What follows belongs to an exercise in optimizing a design on an open flow for small area, a short achievable clock period and few clock cycles; a production flow would make more cautious choices.
Only simulation tests tie the RTL to the original design; equivalence was not proved.
Power figures rest on the tool's default switching activity, not on a simulated workload.

`config.mk`:
```
export PLATFORM = sky130hd
export DESIGN_NAME = mcv_cal
export DESIGN_NICKNAME = mcv_cal
export VERILOG_FILES = /design/flow/design.v
export SDC_FILE = /design/flow/constraint.sdc
export NUM_CORES = 4
export LEC_CHECK = 0
export CAP_MARGIN = 20
export CORE_MARGIN = 2
export CORE_UTILIZATION = 40
export SLEW_MARGIN = 20
```
`design.v`:
```
module mcv_cal (
    input  wire        clk,
    input  wire        rst,
    input  wire        s_valid,
    output wire        s_ready,
    input  wire [1:0]  s_op,       
    input  wire [2:0]  s_conv,
    input  wire [27:0] s_data,
    output reg         o_valid,
    output reg         o_kind,     
    output reg  [2:0]  o_conv,
    output reg  [11:0] o_raw,
    output reg         o_clamp,
    output reg         o_ok,
    output reg  [15:0] o_gain,
    output reg  [11:0] o_offset
);
    localparam OP_MEAS    = 2'd0;
    localparam OP_CAL     = 2'd1;
    localparam OP_RESTART = 2'd2;
    localparam OP_LOAD    = 2'd3;
    reg        busy;             
    reg        a_v;
    reg [1:0]  a_op;
    reg [2:0]  a_conv;
    reg [27:0] a_data;
    assign s_ready = ~busy;
    always @(posedge clk) begin
        if (rst)
            a_v <= 1'b0;
        else if (!busy)
            a_v <= s_valid;
        if (!busy) begin
            a_op   <= s_op;
            a_conv <= s_conv;
            a_data <= s_data;
        end
    end
    reg        [11:0] cal_off  [0:7];
    reg        [15:0] cal_gain [0:7];
    reg        [5:0]  cal_cnt  [0:7];
    reg        [16:0] sum_lo   [0:7];
    reg        [16:0] sum_hi   [0:7];
    reg        [7:0]  ld;
    reg        [7:0]  em;
    wire go = a_v & ~busy;
    wire [11:0] a_u = a_data[11:0];
    wire        r_ld   = ld[a_conv];
    wire        r_em   = em[a_conv];
    wire [11:0] r_off  = r_ld ? cal_off[a_conv]  : 12'd0;
    wire [15:0] r_gain = r_ld ? cal_gain[a_conv] : 16'h8000;
    wire [5:0]  r_cnt  = cal_cnt[a_conv];
    wire [16:0] r_lo   = sum_lo[a_conv];
    wire [16:0] r_hi   = sum_hi[a_conv];
    wire        c_odd  = ~r_em & r_cnt[0];                  
    wire        c_new  = r_em | (r_cnt[5:1] == 5'd0);       
    wire        c_last = ~r_em & (r_cnt == 6'd63);          
    wire [5:0]  c_cnt1 = r_em ? 6'd1 : r_cnt + 6'd1;
    wire [16:0] c_op   = c_new ? 17'd0 : (c_odd ? r_hi : r_lo);
    wire [16:0] c_sum  = c_op + {5'd0, a_u};
    wire [17:0] k_d    = {1'b0, r_hi} + {6'd0, a_u} - {1'b0, r_lo};             
    wire [17:0] k_l    = {1'b0, r_hi} + {6'd0, a_u} - {1'b0, r_lo} + 18'h6666;
    wire [21:0] k_m    = {2'b00, r_lo, 3'b000} - {5'd0, r_hi} - {10'd0, a_u} + 22'd28679;
    wire        k_okm  = (k_m >= 22'd21504) && (k_m <= 22'd35853);
    reg [17:0] dv_d;
    reg [16:0] dv_r;
    reg [3:0]  dv_ro;
    reg [3:0]  dv_n;
    reg        dv_okm;
    reg [2:0]  dv_conv;
    wire [17:0] g_t   = {dv_r, o_gain[15]};
    wire [18:0] g_s   = {1'b0, g_t} - {1'b0, dv_d};
    wire        g_q   = ~g_s[18];
    wire [15:0] g_nxt = {o_gain[14:0], g_q};
    wire [4:0]  f_t   = {dv_ro, o_offset[11]};
    wire        f_q   = (f_t >= 5'd14);
    wire        f_on  = (dv_n >= 4'd4);
    wire [11:0] f_nxt = {o_offset[10:0], f_q ^ (dv_n == 4'd4)};
    wire        dv_last = (dv_n == 4'd15);
    wire        dv_ok = dv_okm && (dv_d >= 18'd89077) && (dv_d <= 18'd94589);
    reg               m_v;
    reg        [2:0]  m_conv;
    reg signed [17:0] m_x;
    reg        [15:0] m_g;
    wire signed [34:0] m_p   = m_x * $signed({1'b0, m_g});
    wire signed [34:0] m_q   = m_p + 35'sd262144;
    wire               m_neg = m_q[34];
    wire               m_big = ~m_q[34] & (m_q[33:31] != 3'd0);
    integer i;
    always @(posedge clk) begin
        if (go && a_op == OP_MEAS) begin
            m_conv <= a_conv;
            m_x    <= {2'b00, a_u, 4'b0000} - {{6{r_off[11]}}, r_off};
            m_g    <= r_gain;
        end
        if (go && a_op == OP_CAL) begin
            if (!c_odd) begin
                sum_lo[a_conv]  <= c_sum;
                cal_cnt[a_conv] <= c_cnt1;
            end else if (!c_last) begin
                sum_hi[a_conv]  <= c_sum;
                cal_cnt[a_conv] <= c_cnt1;
            end
        end
        if (go && a_op == OP_LOAD) begin
            cal_off[a_conv]  <= a_data[11:0];
            cal_gain[a_conv] <= a_data[27:12];
        end
        if (go && a_op == OP_CAL && c_last) begin
            dv_d     <= k_d;
            dv_r     <= 17'h0B333;
            dv_ro    <= k_m[15:12];
            o_offset <= k_m[11:0];
            o_gain   <= k_l[16:1];
            dv_okm   <= k_okm;
            dv_conv  <= a_conv;
            dv_n     <= 4'd0;
        end
        if (busy) begin
            dv_r   <= g_q ? g_s[16:0] : g_t[16:0];
            o_gain <= g_nxt;
            if (f_on) begin
                dv_ro    <= f_q ? (f_t - 5'd14) : f_t[3:0];
                o_offset <= f_nxt;
            end
            dv_n <= dv_n + 4'd1;
            if (dv_last && dv_ok) begin
                cal_off[dv_conv]  <= f_nxt;
                cal_gain[dv_conv] <= g_nxt;
            end
        end
        if (m_v) begin
            o_kind  <= 1'b0;
            o_conv  <= m_conv;
            o_raw   <= m_neg ? 12'd0 : (m_big ? 12'd4095 : m_q[30:19]);
            o_clamp <= m_neg | m_big;
        end
        if (busy && dv_last) begin
            o_kind <= 1'b1;
            o_conv <= dv_conv;
            o_ok   <= dv_ok;
        end
        if (rst) begin
            busy    <= 1'b0;
            m_v     <= 1'b0;
            o_valid <= 1'b0;
            ld      <= 8'd0;
            em      <= 8'hFF;
        end else begin
            m_v     <= go && a_op == OP_MEAS;
            o_valid <= m_v | (busy & dv_last);
            if (go && a_op == OP_CAL) begin
                if (!c_odd)
                    em[a_conv] <= 1'b0;
                else if (c_last) begin
                    em[a_conv] <= 1'b1;
                    busy       <= 1'b1;
                end
            end
            if (go && a_op == OP_RESTART)
                em[a_conv] <= 1'b1;
            if (go && a_op == OP_LOAD)
                ld[a_conv] <= 1'b1;
            if (busy && dv_last) begin
                busy <= 1'b0;
                if (dv_ok)
                    ld[dv_conv] <= 1'b1;
            end
        end
    end
endmodule
```
`run.sh`:
```
#!/bin/bash
# synth_recipe.tcl (not shown) runs the flow's synth.tcl, then flattens the netlist and writes it again
# the make line also repeats each setting of config.mk as NAME=value (left out here)
make -C /OpenROAD-flow-scripts/flow DESIGN_CONFIG=/design/flow/config.mk WORK_HOME=/design/flow/orfs CLKGATE_MAP_FILE= SYNTH_SCRIPT=/design/flow/synth_recipe.tcl finish
```
`constraint.sdc`:
```
create_clock -name core_clock -period 12.0 [get_ports {clk}]
set_input_delay 2.4000 -clock core_clock [delete_from_list [all_inputs] [get_ports {clk}]]
set_output_delay 2.4000 -clock core_clock [all_outputs]
set_load 0.01 [all_outputs]
```
==> summary.txt <==
IR Drop Worst-Case VDD 0.0001645 V; Detail Placement HPWL 75,370 um; # diodes 0; post-route fraction of the period consumed by the critical path 0.6833; Syn Std Cell Area 44,470 um2; Ports 84; final hold violation count 0; number of synthesized flops with an enable pin 690; power density over cell area 172.4 nW/um2; drt total wl 107,600 um; ranking of synthesized cells by area edfxtp_1 (47%), fa_1 (14%), ha_1 (6.4%); R2R cell count 23; Mapped Nets 4,104; sequential fraction of design power 0.352; clock-pin slew of the registers on the worst-case setup and hold paths 60 ps; post-layout util 0.4513; synthesized-area fraction occupied by ao, oa, aoi and oai cells 0.06984; Fin Clk Skew 53.41 ps; DRC violations left 0; later-pin clock latency in the skew report 640 ps; overall fraction of global-route tracks in use 0.1923; least setup slack across all paths after layout 3800 ps; total CTS buffers 79; Gate Count Post-Synth 3,535; area occupied by multi-input gates 20,760 um2; overall overflow remaining after global route 0; Leak Pwr 19.37 nW; die outline height 337.4 um; flip-flop and latch area 21,530 um2; Distinct cells, synth 74; DR pass1 iterations 5; share of total power in combinational logic 0.373; critical setup path kind flip-flop to flip-flop; actual slew at the worst max-slew pin 1144 ps; worst-path fanout max 16; critical path required time 12,310 ps; wire length of the first global-routing pass 165,500 um; Worst Setup End Kind flip-flop; share of the synthesized netlist area taken by xor and xnor gates 0.02501; clock tree from TritonCTS built; Port-buffer cells 83; # Max-Cap Violations 0; total via count in the routed design 26,990; antenna-violating nets left 0; initial antenna violation count 6; Syn-to-layout area delta 12.17%; fraction of synthesized cell area taken by the top area cell type 0.4660; cell count of the worst hold path 2; kind of start point of the critical path flip-flop; count of pins over their slew limit 0; gp weighted congestion 0.8495; Synth Warn # 1; Post-Route Setup TNS 0 ps; path class of the lowest-slack min-delay path flip-flop to flip-flop; share of layout cells above drive strength 1 0.09168; Tmin final 8200 ps; async set or reset register ratio after synthesis 0; FMAX 122.0 MHz; part of the total power dissipated in the clock network 0.275; Post-CTS Resized 0; pin count of the biggest net entering global routing 87; pre-CTS setup slack 3819 ps; number of synthesized register bits 730; endpoint with the worst hold slack o_kind$_SDFFE_PP1P_; 1st-iter DRT viols 1,954; Post-CTS Setup Bufs 0; worst reg2reg setup slack 3800 ps; Net count, final 4,186; Critical R2R Capture o_clamp$_DFFE_PP_; reg2reg start m_x[6]$_DFFE_PP_; number of clock sinks 730; Synth Area in Adders 0.2018; number of global-route vias before repair 27,770; Fill cells 10,090; maximum root-to-sink buffer count 3; most common cell after layout, fill and taps aside edfxtp_1; starting utilization of the core area 0.4024; commonest register cell after synthesis edfxtp_1; share of total power consumed by net switching 0.3382; std cell rows 122; total of endpoints with negative setup slack in the final report 0; RSZ-0062 raised after global routing no; average detailed-routed wire length per instance 20.84 um; number of buffers inserted by hold repair at cts 0; H-tree depth 3; worst min-delay path startpoint o_kind$_SDFFE_PP1P_; result of the run complete, no violations; via-per-instance ratio 5.227; worst path arrival time 8510 ps; main combinational cell family by area after synthesis adder cells; overall die width 337.4 um; Seq/Total Area, Yosys 0.4840; biggest area consumer among synthesized cells edfxtp_1; basic-gate share of the synthesized area counting and, or, nand and nor cells 0.09159; CTS root buf clkbuf_16; most used cells in the layout excluding fill and tap cells edfxtp_1 (690), inv_1 (518), fa_1 (307); mux cell area share after synthesis 0.07251; total core area 110,500 um2; relative max-transition margin 0.2292; die area 113,800 um2; synthesized area per cell 12.58 um2; P_int 0.005689 W; switching power of the nets 0.002908 W
-- layout make-up --
| class | count | area share |
|---|---|---|
| multi-input cells | 2160 | 0.4162 |
| inverters | 521 | 0.03921 |
| well taps | 1488 | 0.03733 |
| repair buffers | 125 | 0.02549 |
| clock inverters | 36 | 0.008454 |
| flip-flops and latches | 730 | 0.4316 |
| clock buffers | 104 | 0.04172 |
-- synthesized netlist by cell type, drive strengths merged (19+ instances only) --
library cell	instances
edfxtp	690
inv	521
fa	307
nand2	300
ha	226
and2	191
nor2	174
a21oi	116
mux4	107
clkbuf	100
xnor2	79
o21ai	76
a22oi	68
mux2i	57
nor3	50
xor2	48
dfxtp	40
nand3	31
a21o	30
a31oi	29
o21a	26
buf	24
mux2	21
nand2b	19
o21bai	19
-- power groups by stage --
stage	registers, W	clock network, W	logic [W]
2_1_floorplan	0.00306	0	0.00246
3_3_place_gp	0.00308	0	0.00320
3_5_place_dp	0.00308	0	0.00325
4_1_cts	0.00303	0.00240	0.00327
5_1_grt	0.00303	0.00250	0.00372
6_report	0.00303	0.00236	0.00321
-- kinds of logic after synthesis --
group	Yosys count
buffers and inverters	645
adders and majority gates	533
and+or+nand+nor	851
DFF	730
muxes	185
AOI/OAI and AO/OA	464
xor gates and xnor gates	127
-- state kept, by name, summed over array words and instances, names as in the netlist, 18 cells and up, named ones only --
register and cells:
a_data 28, cal_cnt 48, cal_gain 128, cal_off 96
dv_d 18, m_x 18, sum_hi 136, sum_lo 136
-- critical path: stages, from the launching register on --
cell and delay [ps]:
edfxtp_1 610, and2_1 280, fa_1 530, inv_1 50
fa_1 490, fa_1 520, inv_1 60, fa_1 470
fa_1 540, inv_1 50, fa_1 530, inv_1 40
ha_1 310, a21o_1 200, a211oi_1 290, nand2_1 90
o211ai_1 90, a31oi_1 170, a221oi_1 880, o311ai_0 370
a311oi_1 330, o21bai_1 100, xnor2_1 790, nand2b_1 90
-- worst max-delay path by stage --
| stage | from | endpoint | slack (ps) | cells after the start |
|---|---|---|---|---|
| 2_1_floorplan | flip-flop | dv_okm$_DFFE_PP_ | 4750 | 29 |
| 3_3_place_gp | m_x[6]$_DFFE_PP_ | o_clamp$_DFFE_PP_ | 3900 | 23 |
| 3_5_place_dp | m_x[6]$_DFFE_PP_ | o_clamp$_DFFE_PP_ | 3820 | 23 |
| 4_1_cts | m_x[6]$_DFFE_PP_ | o_raw[6]$_SDFFCE_PP0P_ | 3770 | 23 |
| 5_1_grt | m_x[7]$_DFFE_PP_ | o_clamp$_DFFE_PP_ | 3280 | 23 |
| 6_report | m_x[6]$_DFFE_PP_ | o_clamp$_DFFE_PP_ | 3800 | 23 |
-- layer usage --
metal,up-vias,global-route usage,routed length (um)
met1,13720,0.2637,47680
met5,-,0,10
met4,2,0.05447,2879
li1,12460,-,-
met3,169,0.02386,4856
met2,640,0.3219,52220
-- per-stage QoR --
stage               area [um2]  hold WS (ps)  total power, W  std cells
floorplan                44470         440.5        0.005525       3535
global placement         47160         463.8        0.006286       5018
detailed placement       47190         463.3        0.006330       5019
CTS                      49690         481.4        0.008701       5159
global route             49880         500.2        0.009245       5164
finish                   49880         481.0        0.008597       5164
Testbench counts, summed over its fixed seeds: cycles 19,078.

-- port drivers added, routing unchanged --
The results above use ideal ports. As a check the final layout listed here was re-extracted and re-timed, cells and wires unchanged.
Step 1 (the two cells are an assumption about what drives the block):
set clk [get_ports {clk}]
set_driving_cell -lib_cell sky130_fd_sc_hd__clkbuf_16 $clk
set_driving_cell -lib_cell sky130_fd_sc_hd__buf_2 [delete_from_list [all_inputs] $clk]
Step 2 moves the port delays by t, midway between the first and last clock arrival at a register: inputs arrive t later, outputs are due t later. That takes back most of the time a late clock gives input paths.
Three values: ideal, step 1, step 2; two values: the first two.
shift t [ns]: 0.678
setup WS [ns]: 3.800 / 3.800 / 3.800
worst setup path after step 2: register to register
worst slew at a driven data input, ns: 0.15
After both steps this run still meets setup and hold. The setup slack of this run moves by 0.000 ns with the drivers and by 0.000 ns with both steps.
